This design comes from an exercise in tuning for small area, a short achievable clock period and few clock cycles per item on the open sky130 flow, not from production work. The RTL was checked by simulation tests, not by an equivalence proof against the original design. No activity file was given, so power comes from the tool's default toggle rates.

the previous run:
Design alf_line_coder, start of the top module:
module alf_line_coder (
    input  wire        clk,
    input  wire        rst,           
    input  wire [7:0]  fmt,           
    input  wire        in_valid,
    output wire        in_ready,
    input  wire [15:0] in_sample,
    input  wire        in_last,       
    output reg         out_valid,
    input  wire        out_ready,
    output reg  [31:0] out_data,
    output reg         out_last,      
    output wire [23:0] out_nbits      
);
clock: 50.0 ns
lec_check: 0
abc_area: 1
cap_margin: 20
core_margin: 2
core_utilization: 40
place_density: 0.6
slew_margin: 20
run.sh (not shown) runs the stock make flow with config.mk's settings and CLKGATE_MAP_FILE= SYNTH_SCRIPT=/design/flow/synth_recipe.tcl, a recipe that flattens the netlist after the stock synthesis.
The previous run completed; timing, DRC and antenna clean
Testbench counts of the previous run, summed over its fixed seeds: cycles 108,120, samples 107,845.
For the current run, these inputs were changed with respect to the previous run:
--- a/flow/design.v
+++ b/flow/design.v
@@ -151,31 +151,29 @@
     wire [10:0] d_min    = d_pick1 ? d_c1 : d_c0;
     wire [3:0]  d_kmin   = d_pick1 ? d_k1 : d_k0;
     wire [4:0]  dec_code = !d_nz ? 5'd31 : (d_min <= {1'b0, d_thr}) ? {1'b0, d_kmin} : 5'd30;
     reg         cq0_v, cq1_v;
     reg  [4:0]  cq0_code, cq1_code;
     reg  [4:0]  cq0_m, cq1_m;         
     reg         cq0_last, cq1_last;
     reg  [1:0]  cq0_bsel, cq1_bsel;
     wire dec_fire = d_v && !(cq0_v && cq1_v);         
     wire d_cap    = dec_pend && (!d_v || dec_fire);    
-    reg         u_v;
-    reg  [15:0] u_q;
-    reg  [15:0] rg [0:32];            
+    reg  [15:0] rg [0:33];            
     reg  [5:0]  ph;                   
     reg  [5:0]  rd, wr;               
     reg  [5:0]  n;                    
     reg  [4:0]  eidx;                 
-    wire [15:0] hu = rg[32];
+    wire [15:0] hu = rg[33];
     wire        hv = (n != 6'd0) && (ph == rd);
-    wire [5:0]  ph_n = (ph == 6'd32) ? 6'd0 : ph + 6'd1;
-    wire [5:0]  rd_n = (rd == 6'd32) ? 6'd0 : rd + 6'd1;
+    wire [5:0]  ph_n = (ph == 6'd33) ? 6'd0 : ph + 6'd1;
+    wire [5:0]  rd_n = (rd == 6'd33) ? 6'd0 : rd + 6'd1;
     wire [4:0]  hc = cq0_code;
     reg  [4:0]  bw;                   
     always @(*) begin
         case (cq0_bsel)
             2'd0:    bw = 5'd8;
             2'd1:    bw = 5'd10;
             default: bw = 5'd16;
         endcase
     end
     wire [15:0] hq = hu >> hc[3:0];
@@ -218,25 +216,25 @@
     wire [1:0]  lw_o   = pk_out ? {1'b0, lw[1]} : lw;
     wire [7:0]  t      = {1'b0, cnt_o} + {1'b0, put_w};
     wire        lw_busy = (lw != 2'd0) || (osk_v && osk_last);
     wire        pk_ok  = (cnt_o <= 7'd37) && !(line_end && ((cnt_o > 7'd32) || lw_busy));
     wire [73:0] placed = {37'd0, put_v} << (7'd74 - t[6:0]);
     assign out_nbits = {3'd0, onb};
     wire        emit    = hv && cq0_v && pk_ok;
     wire [5:0]  n_after = n - {5'd0, emit};
     wire        n0      = (n == 6'd0);
     wire        n1      = (n == 6'd1);
-    wire        n33     = (n == 6'd33);
+    wire        n34     = (n == 6'd34);
     wire        n_empty = n0 || (n1 && emit);
-    wire        write   = u_v && (n0 || ((ph == wr) && !n33) || (emit && (n1 || n33)));
-    wire        u_take  = !u_v || write;
-    wire        xu      = x_v && u_take && (!dec_pend || d_cap);
+    wire        xu      = x_v && (n0 || ((ph == wr) && !n34) || (emit && (n1 || n34)))
+                          && (!dec_pend || d_cap);
+    wire        write   = xu;
     assign x_take = !x_v || xu;
     wire blk_pop  = emit && blk_end;
     integer i, b2;
     reg [10:0] cbase, cterm, csum; reg cc;
     always @(posedge clk) begin
         if (in_fire && !x_take) begin
             sk_s     <= in_sample;
             sk_last  <= in_last;
             sk_first <= line_first;
             sk_bsel  <= f_bsel;
@@ -253,21 +251,20 @@
             if (x_first) begin
                 l_bsel <= x_bsel;
                 l_d    <= x_d;
             end
             hist1 <= x_s;
             hist2 <= hist1;
             hist3 <= hist2[9:0];
             hist4 <= hist3;
             nseen <= (e_seen == 3'd4) ? 3'd4 : e_seen + 3'd1;
             phase <= e_ph + 2'd1;
-            u_q   <= u_new;
             blk_nz <= ((bidx == 5'd0) ? 1'b0 : blk_nz) | (u_new != 16'd0);
             if (bidx == 5'd31 || x_last) begin
                 dec_m    <= {1'b0, bidx} + 6'd1;
                 dec_last <= x_last;
                 dec_bsel <= e_bsel;
             end
         end
         for (i = 0; i < 15; i = i + 1) begin
             cbase = (xu && bidx == 5'd0) ? 11'd0 : cost[i];
             cterm = xu ? {5'd0, term[i]} : 11'd0;
@@ -281,22 +278,22 @@
         if (d_cap) begin
             d_c0   <= mc3[0];
             d_k0   <= mk3[0];
             d_c1   <= mc3[1];
             d_k1   <= mk3[1];
             d_nz   <= blk_nz;
             d_m    <= dec_m;
             d_last <= dec_last;
             d_bsel <= dec_bsel;
         end
-        rg[0] <= write ? u_q : rg[32];
-        for (i = 1; i < 33; i = i + 1)
+        rg[0] <= write ? u_new : rg[33];
+        for (i = 1; i < 34; i = i + 1)
             rg[i] <= rg[i-1];
         if (dec_fire) begin
             if (blk_pop ? cq1_v : cq0_v) begin
                 cq1_code <= dec_code;
                 cq1_m    <= d_m1;
                 cq1_last <= d_last;
                 cq1_bsel <= d_bsel;
             end
         end
         if (blk_pop && cq1_v) begin
@@ -308,21 +305,20 @@
             cq0_code <= dec_code;
             cq0_m    <= d_m1;
             cq0_last <= d_last;
             cq0_bsel <= d_bsel;
         end
         if (rst) begin
             line_first <= 1'b1;
             rdy_o      <= 1'b1;
             sk_v       <= 1'b0;
             x_v        <= 1'b0;
-            u_v        <= 1'b0;
             bidx       <= 5'd0;
             dec_pend   <= 1'b0;
             d_v        <= 1'b0;
             ph         <= 6'd0;
             rd         <= 6'd0;
             wr         <= 6'd0;
             n          <= 6'd0;
             cq0_v      <= 1'b0;
             cq1_v      <= 1'b0;
             eidx       <= 5'd0;
@@ -331,21 +327,20 @@
             lw         <= 2'd0;
             tot        <= 21'd0;
             osk_v      <= 1'b0;
             out_valid  <= 1'b0;
         end else begin
             if (in_fire)
                 line_first <= in_last;
             sk_v <= sk_v_n;
             rdy_o <= !sk_v_n;
             x_v  <= x_take ? (sk_v || in_fire) : x_v;
-            u_v  <= u_take ? xu : u_v;
             if (xu)
                 bidx <= (bidx == 5'd31 || x_last) ? 5'd0 : bidx + 5'd1;
             if (xu && (bidx == 5'd31 || x_last))
                 dec_pend <= 1'b1;
             else if (d_cap)
                 dec_pend <= 1'b0;
             if (d_cap)
                 d_v <= 1'b1;
             else if (dec_fire)
                 d_v <= 1'b0;
Notes after the runs:
Of the current run and the previous run, the higher smallest hold slack belongs to the previous run. The current run vs the previous run: placed cell area down slightly. In the current run, the sum of internal, switching and leakage power came out about 9% above the value in the previous run. Going from the previous run to the current run, switching share of power grows by 1.6 points. The previous run → the current run: core outline area -about 1%; final clock period utilization by the worst path ~0 delta. In the current run, the critical path depth came out 57 below the value in the previous run. Shortest clock period the worst path allows after layout (the current run over the previous run): decrease, 15 ps. The largest net degree at the start of global routing number comes out lower for the previous run vs the current run.
Testbench counts of the current run, summed over its fixed seeds: cycles 108,120, samples 107,845.

---

Setup of P:
alf_line_coder, a different RTL version from the one above (not shown whole).
For scale: roughly 5200 cells after synthesis, about 1100 flip-flops, ~45000 µm² of cells after synthesis.
## alf_line_coder
module alf_line_coder (
    input  wire        clk,
    input  wire        rst,           
    input  wire [7:0]  fmt,           
    input  wire        in_valid,
    output wire        in_ready,
    input  wire [15:0] in_sample,
    input  wire        in_last,       
    output reg         out_valid,
    input  wire        out_ready,
    output reg  [31:0] out_data,
    output reg         out_last,      
    output wire [23:0] out_nbits      
);
Settings: LEC_CHECK=0, ABC_AREA=1, CAP_MARGIN=20, CORE_MARGIN=2, CORE_UTILIZATION=55, CTS_BUF_LIST=sky130_fd_sc_hd__clkbuf_16, CTS_CLUSTER_DIAMETER=60, CTS_CLUSTER_SIZE=30, PLACE_DENSITY=0.75, SLEW_MARGIN=20; clock period 50.0 ns.
P did not stop at any stage, and its layout met the timing, design-rule and antenna checks.
Testbench counts of P, summed over its fixed seeds: cycles 108,120, samples 107,845.
Relative to P, the following input files were edited for T:
--- a/flow/design.v
+++ b/flow/design.v
@@ -47,37 +47,41 @@
     reg  [2:0]  l_d;
     reg  [15:0] hist1, hist2;
     reg  [9:0]  hist3, hist4;
     reg  [2:0]  nseen;                
     reg  [1:0]  phase;                
     wire [1:0]  e_bsel = x_first ? x_bsel : l_bsel;
     wire [2:0]  e_d    = x_first ? x_d    : l_d;
     wire [2:0]  e_seen = x_first ? 3'd0   : nseen;
     wire [1:0]  e_ph   = x_first ? 2'd0   : phase;
-    reg  [3:0]  psel;
+    reg  [15:0] pred;
     wire        n_first = sk_v ? sk_first : line_first;    
     wire [2:0]  n_d     = xu ? e_d : l_d;
     wire [2:0]  n_seen  = xu ? ((e_seen == 3'd4) ? 3'd4 : e_seen + 3'd1) : nseen;
     wire [1:0]  n_ph    = xu ? e_ph + 2'd1 : phase;
+    wire [15:0] n_h1    = xu ? x_s         : hist1;
+    wire [15:0] n_h2    = xu ? hist1       : hist2;
+    wire [9:0]  n_h3    = xu ? hist2[9:0]  : hist3;
+    wire [9:0]  n_h4    = xu ? hist3       : hist4;
     wire [2:0]  n_pd    = (n_d == 3'd0) ? (n_ph[0] ? 3'd2 : 3'd4) : n_d;
-    reg  [3:0]  psel_n;
+    reg  [15:0] pred_n;
     always @(*) begin
-        psel_n = 4'd0;
-        if (!n_first && n_seen >= n_pd)
+        if (n_first || n_seen < n_pd)
+            pred_n = 16'd0;
+        else begin
             case (n_pd)
-                3'd1:    psel_n = 4'b0001;
-                3'd2:    psel_n = 4'b0010;
-                3'd3:    psel_n = 4'b0100;
-                default: psel_n = 4'b1000;
+                3'd1:    pred_n = n_h1;
+                3'd2:    pred_n = n_h2;
+                3'd3:    pred_n = {6'd0, n_h3};
+                default: pred_n = {6'd0, n_h4};
             endcase
+        end
     end
-    wire [15:0] pred = ({16{psel[0]}} & hist1) | ({16{psel[1]}} & hist2)
-                     | ({16{psel[2]}} & {6'd0, hist3}) | ({16{psel[3]}} & {6'd0, hist4});
     wire [15:0] diff = x_s - pred;
     reg  [15:0] u_new;
     always @(*) begin
         case (e_bsel)
             2'd0:    u_new = {8'd0, diff[6:0] ^ {7{diff[7]}}, diff[7]};
             2'd1:    u_new = {6'd0, diff[8:0] ^ {9{diff[9]}}, diff[9]};
             default: u_new = {diff[14:0] ^ {15{diff[15]}}, diff[15]};
         endcase
     end
@@ -248,19 +252,19 @@
             sk_bsel  <= f_bsel;
             sk_d     <= f_d;
         end
         if (x_take && (sk_v || in_fire)) begin
             x_s     <= sk_v ? sk_s     : in_sample;
             x_last  <= sk_v ? sk_last  : in_last;
             x_first <= sk_v ? sk_first : line_first;
             x_bsel  <= sk_v ? sk_bsel  : f_bsel;
             x_d     <= sk_v ? sk_d     : f_d;
-            psel    <= psel_n;
+            pred    <= pred_n;
         end
         if (xu) begin
             if (x_first) begin
                 l_bsel <= x_bsel;
                 l_d    <= x_d;
             end
             hist1 <= x_s;
             hist2 <= hist1;
             hist3 <= hist2[9:0];
[summary]
- Post-detailed-route wirelength per cell shrinks by a few percent when moving from P to T.
- Going from P to T, combined global-route utilization of all metal layers shrinks by 0.18 points.
- On transition time of the tightest slew-check pin, the higher figure sits with P, not T.
- T vs P: met2 wire length down by a few percent
- On non-clock buffer share of cell area, P and T are neck and neck.
- Power (lower): P
- Sort P and T by worst hold slack after final layout, ascending, and T comes first.
- Of P and T, T shows the higher routed length on met3, with P below it.
- Going from P to T, final area grows by 970 µm².
- Comparing later-pin clock latency in the skew report for P and T, the bigger number came from P.
- On share of the core filled with cells in the final layout, P and T are basically level.
- Taking P as the reference, in T sequential cell count went up by 1.1%, number of distinct library cell variants in the gate-level netlist after synthesis higher.
Testbench counts of T, summed over its fixed seeds: cycles 108,120, samples 107,845.

---

Setup of alpha:
Another version of the RTL of alf_line_coder (not shown whole).
Size: roughly 88 I/O pins.
## alf_line_coder
module alf_line_coder (
    input  wire        clk,
    input  wire        rst,           
    input  wire [7:0]  fmt,           
    input  wire        in_valid,
    output wire        in_ready,
    input  wire [15:0] in_sample,
    input  wire        in_last,       
    output reg         out_valid,
    input  wire        out_ready,
    output reg  [31:0] out_data,
    output reg         out_last,      
    output wire [23:0] out_nbits      
);
    reg  [1:0]  f_bsel;
    reg  [2:0]  f_d;
    always @(*) begin
        case (fmt)
            8'h01:               begin f_bsel = 2'd0; f_d = 3'd1; end
            8'h02, 8'h03, 8'h04: begin f_bsel = 2'd2; f_d = 3'd1; end
            8'h10:               begin f_bsel = 2'd0; f_d = 3'd2; end
            8'h11, 8'h12:        begin f_bsel = 2'd2; f_d = 3'd2; end
            8'h20:               begin f_bsel = 2'd0; f_d = 3'd3; end
            8'h21, 8'h31:        begin f_bsel = 2'd1; f_d = 3'd3; end
            8'h30:               begin f_bsel = 2'd1; f_d = 3'd0; end
            default:             begin f_bsel = 2'd0; f_d = 3'd1; end
        endcase
    end
    reg         line_first;           
    reg         rdy_o;                
    reg         sk_v;
    reg  [15:0] sk_s;
    reg         sk_last, sk_first;
    reg  [1:0]  sk_bsel;
    reg  [2:0]  sk_d;
    reg         x_v;
    reg  [15:0] x_s;
    reg         x_last, x_first;
    reg  [1:0]  x_bsel;
    reg  [2:0]  x_d;
    assign in_ready = rdy_o;
    wire in_fire = in_valid && !sk_v;
    wire x_take;                      
    wire xu;                          
    wire sk_v_n = sk_v ? !x_take : (in_fire && !x_take);
    reg  [1:0]  l_bsel;               
    reg  [2:0]  l_d;
    reg  [15:0] hist1, hist2;
    reg  [9:0]  hist3, hist4;
    reg  [2:0]  nseen;                
    reg  [1:0]  phase;                
    wire [1:0]  e_bsel = x_first ? x_bsel : l_bsel;
    wire [2:0]  e_d    = x_first ? x_d    : l_d;
    wire [2:0]  e_seen = x_first ? 3'd0   : nseen;
    wire [1:0]  e_ph   = x_first ? 2'd0   : phase;
    reg  [3:0]  psel;
    wire        n_first = sk_v ? sk_first : line_first;    
  ...
Settings: LEC_CHECK=0, ABC_AREA=1, CAP_MARGIN=20, CORE_MARGIN=2, CORE_UTILIZATION=55, CTS_BUF_LIST=sky130_fd_sc_hd__clkbuf_16, CTS_CLUSTER_DIAMETER=60, CTS_CLUSTER_SIZE=30, PLACE_DENSITY=0.75, SLEW_MARGIN=20; clock period 50.0 ns.
Testbench counts of alpha, summed over its fixed seeds: cycles 108,120, samples 107,845.
Modified inputs, beta compared to alpha
--- a/flow/design.v
+++ b/flow/design.v
@@ -138,28 +138,29 @@
             if (alive[j])
                 win = j[3:0];
     end
     wire [4:0]  dec_code0 = !blk_nz ? 5'd31 : (win == 4'd15) ? 5'd30 : {1'b0, win};
     reg         d_v;                  
     reg  [4:0]  d_code;
     reg  [5:0]  d_m;
     reg         d_last;
     reg  [1:0]  d_bsel;
     wire [4:0]  d_m1     = d_m[4:0] - 5'd1;
     wire [4:0]  dec_code = d_code;
-    reg         cq0_v, cq1_v;
-    reg  [4:0]  cq0_code, cq1_code;
-    reg  [4:0]  cq0_m, cq1_m;         
-    reg         cq0_last, cq1_last;
-    reg  [1:0]  cq0_bsel, cq1_bsel;
-    wire dec_fire = d_v && !(cq0_v && cq1_v);         
+    reg         cq0_v;
+    reg  [4:0]  cq0_code;
+    reg  [4:0]  cq0_m;                
+    reg         cq0_last;
+    reg  [1:0]  cq0_bsel;
+    wire blk_pop;
+    wire dec_fire = d_v && (!cq0_v || blk_pop);        
     wire d_cap    = dec_pend && (!d_v || dec_fire);    
     reg  [15:0] rg [0:33];            
     reg  [5:0]  ph;                   
     reg  [5:0]  rd, wr;               
     reg  [5:0]  n;                    
     reg  [4:0]  eidx;                 
     wire [15:0] hu = rg[33];
     wire        hv = (n != 6'd0) && (ph == rd);
     wire [5:0]  ph_n = (ph == 6'd33) ? 6'd0 : ph + 6'd1;
     wire [5:0]  rd_n = (rd == 6'd33) ? 6'd0 : rd + 6'd1;
     wire [4:0]  hc = cq0_code;
@@ -222,23 +223,23 @@
     assign oload = (!out_valid || out_ready) && (osk_v || pk_out);
     wire        emit    = hv && cq0_v && pk_ok;
     wire [5:0]  n_after = n - {5'd0, emit};
     wire        n0      = (n == 6'd0);
     wire        n1      = (n == 6'd1);
     wire        n34     = (n == 6'd34);
     wire        n_empty = n0 || (n1 && emit);
     assign      xu      = x_v && (n0 || ((ph == wr) && !n34) || (emit && (n1 || n34)))
                           && (!dec_pend || d_cap);
     wire        write   = xu;
     assign x_take = !x_v || xu;
-    wire blk_pop  = emit && blk_end;
+    assign blk_pop = emit && blk_end;
     integer i, b2;
     reg [10:0] cbase, cterm, csum; reg cc;
     always @(posedge clk) begin
         if (oload) begin
             out_data <= osk_v ? osk_data : acc[73:42];
             out_last <= osk_v ? osk_last : lw[0];
             if (osk_v ? osk_last : lw[0]) begin
                 wcnt <= wbase + {15'd0, (lb1 == 5'd31)};
                 lbm  <= lb1 + 5'd1;
             end else
                 wcnt <= wbase + 16'd1;
@@ -288,54 +289,40 @@
         end
         if (d_cap) begin
             d_code <= dec_code0;
             d_m    <= dec_m;
             d_last <= dec_last;
             d_bsel <= dec_bsel;
         end
         rg[0] <= write ? u_new : rg[33];
         for (i = 1; i < 34; i = i + 1)
             rg[i] <= rg[i-1];
         if (dec_fire) begin
-            if (blk_pop ? cq1_v : cq0_v) begin
-                cq1_code <= dec_code;
-                cq1_m    <= d_m1;
-                cq1_last <= d_last;
-                cq1_bsel <= d_bsel;
-            end
-        end
-        if (blk_pop && cq1_v) begin
-            cq0_code <= cq1_code;
-            cq0_m    <= cq1_m;
-            cq0_last <= cq1_last;
-            cq0_bsel <= cq1_bsel;
-        end else if (dec_fire && (blk_pop || !cq0_v)) begin
             cq0_code <= dec_code;
             cq0_m    <= d_m1;
             cq0_last <= d_last;
             cq0_bsel <= d_bsel;
         end
         if (rst) begin
             line_first <= 1'b1;
             rdy_o      <= 1'b1;
             sk_v       <= 1'b0;
             x_v        <= 1'b0;
             bidx       <= 5'd0;
             dec_pend   <= 1'b0;
             d_v        <= 1'b0;
             ph         <= 6'd0;
             rd         <= 6'd0;
             wr         <= 6'd0;
             n          <= 6'd0;
             cq0_v      <= 1'b0;
-            cq1_v      <= 1'b0;
             eidx       <= 5'd0;
             acc        <= 74'd0;
             cnt        <= 7'd0;
             lw         <= 2'd0;
             plast      <= 1'b1;
             osk_v      <= 1'b0;
             out_valid  <= 1'b0;
         end else begin
             if (in_fire)
                 line_first <= in_last;
             sk_v <= sk_v_n;
@@ -351,29 +338,26 @@
                 d_v <= 1'b1;
             else if (dec_fire)
                 d_v <= 1'b0;
             ph <= ph_n;
             if (write && n_empty)
                 rd <= ph;
             else if (emit)
                 rd <= rd_n;
             if (write)
                 wr <= ph_n;
             n <= n_after + {5'd0, write};
-            if (blk_pop) begin
-                cq0_v <= cq1_v || dec_fire;
-                cq1_v <= cq1_v && dec_fire;
-            end else if (dec_fire) begin
+            if (dec_fire)
                 cq0_v <= 1'b1;
-                cq1_v <= cq0_v;
-            end
+            else if (blk_pop)
+                cq0_v <= 1'b0;
             if (emit) begin
                 acc  <= acc_o | placed;
                 cnt  <= line_end ? ((t <= 8'd32) ? 7'd32 : 7'd64) : t[6:0];
                 lw   <= line_end ? ((t <= 8'd32) ? 2'b01 : 2'b10) : lw_o;
                 if (line_end)
                     lb1 <= t[4:0] - 5'd1;
                 eidx <= blk_end ? 5'd0 : eidx + 5'd1;
             end else begin
                 acc <= acc_o;
                 cnt <= cnt_o;
                 lw  <= lw_o;
### Flow results
- On first-pass GRT wire length: beta sits below alpha.
- alpha and beta ended up with nearly the same initial core utilization.
- alpha -> beta: xor/xnor share of the synthesized area flat
- Relative to alpha, register-to-register slack decreased by 0.34 ns in beta.
- Summary of the comparison: fraction of power spent switching nets is lower in beta, relative to alpha.
- Looking at the reports, alpha completed the entire flow and the layout it produced met the timing, design-rule and antenna checks.
- beta completed every stage of the flow, and the final layout passed the timing, design-rule and antenna checks.
- Compared to alpha, beta shows a narrower setup margin.
- Summary — core occupancy in the finished layout, beta relative to alpha: lower, by 0.19 points.
- NOTE: setup skew after layout in beta falls short of that of alpha
- alpha and beta ended up with nearly the same period utilization.
Testbench counts of beta, summed over its fixed seeds: cycles 108,120, samples 107,845.

[what the ideal ports hide]
The flow's constraints put no driver on any port. The routed layouts listed below were extracted and timed again, unchanged, in two steps. Step 1, drivers: a clkbuf_16 drives clk and a buf_2 each remaining input, both assumed. Step 2 moves the port delays by t, midway between the first and last clock arrival at a register: inputs arrive t later, outputs are due t later. That takes back most of the time a late clock gives input paths. Three values: ideal ports, drivers, drivers and shift; two values: the first two.
| run | shift t [ns] | slack for setup (ns) | worst register clock-pin slew, ns |
|---|---|---|---|
| the previous run | 0.788 | 38.337 / 38.324 / 38.155 | 0.07 / 0.07 |
| the current run | 0.804 | 38.352 / 38.282 / 38.147 | 0.07 / 0.07 |
| P | 0.740 | 38.163 / 38.094 / 38.083 | 0.11 / 0.11 |
| T | 0.705 | 38.272 / 38.207 / 38.068 | 0.10 / 0.10 |
| alpha | 0.706 | 38.321 / 38.256 / 37.856 | 0.11 / 0.11 |
| beta | 0.732 | 38.317 / 38.249 / 38.127 | 0.11 / 0.11 |
After both steps every run listed still meets setup and hold. The setup slack of alpha, which loses most, moves by -0.065 ns with the drivers and by -0.465 ns with both steps.
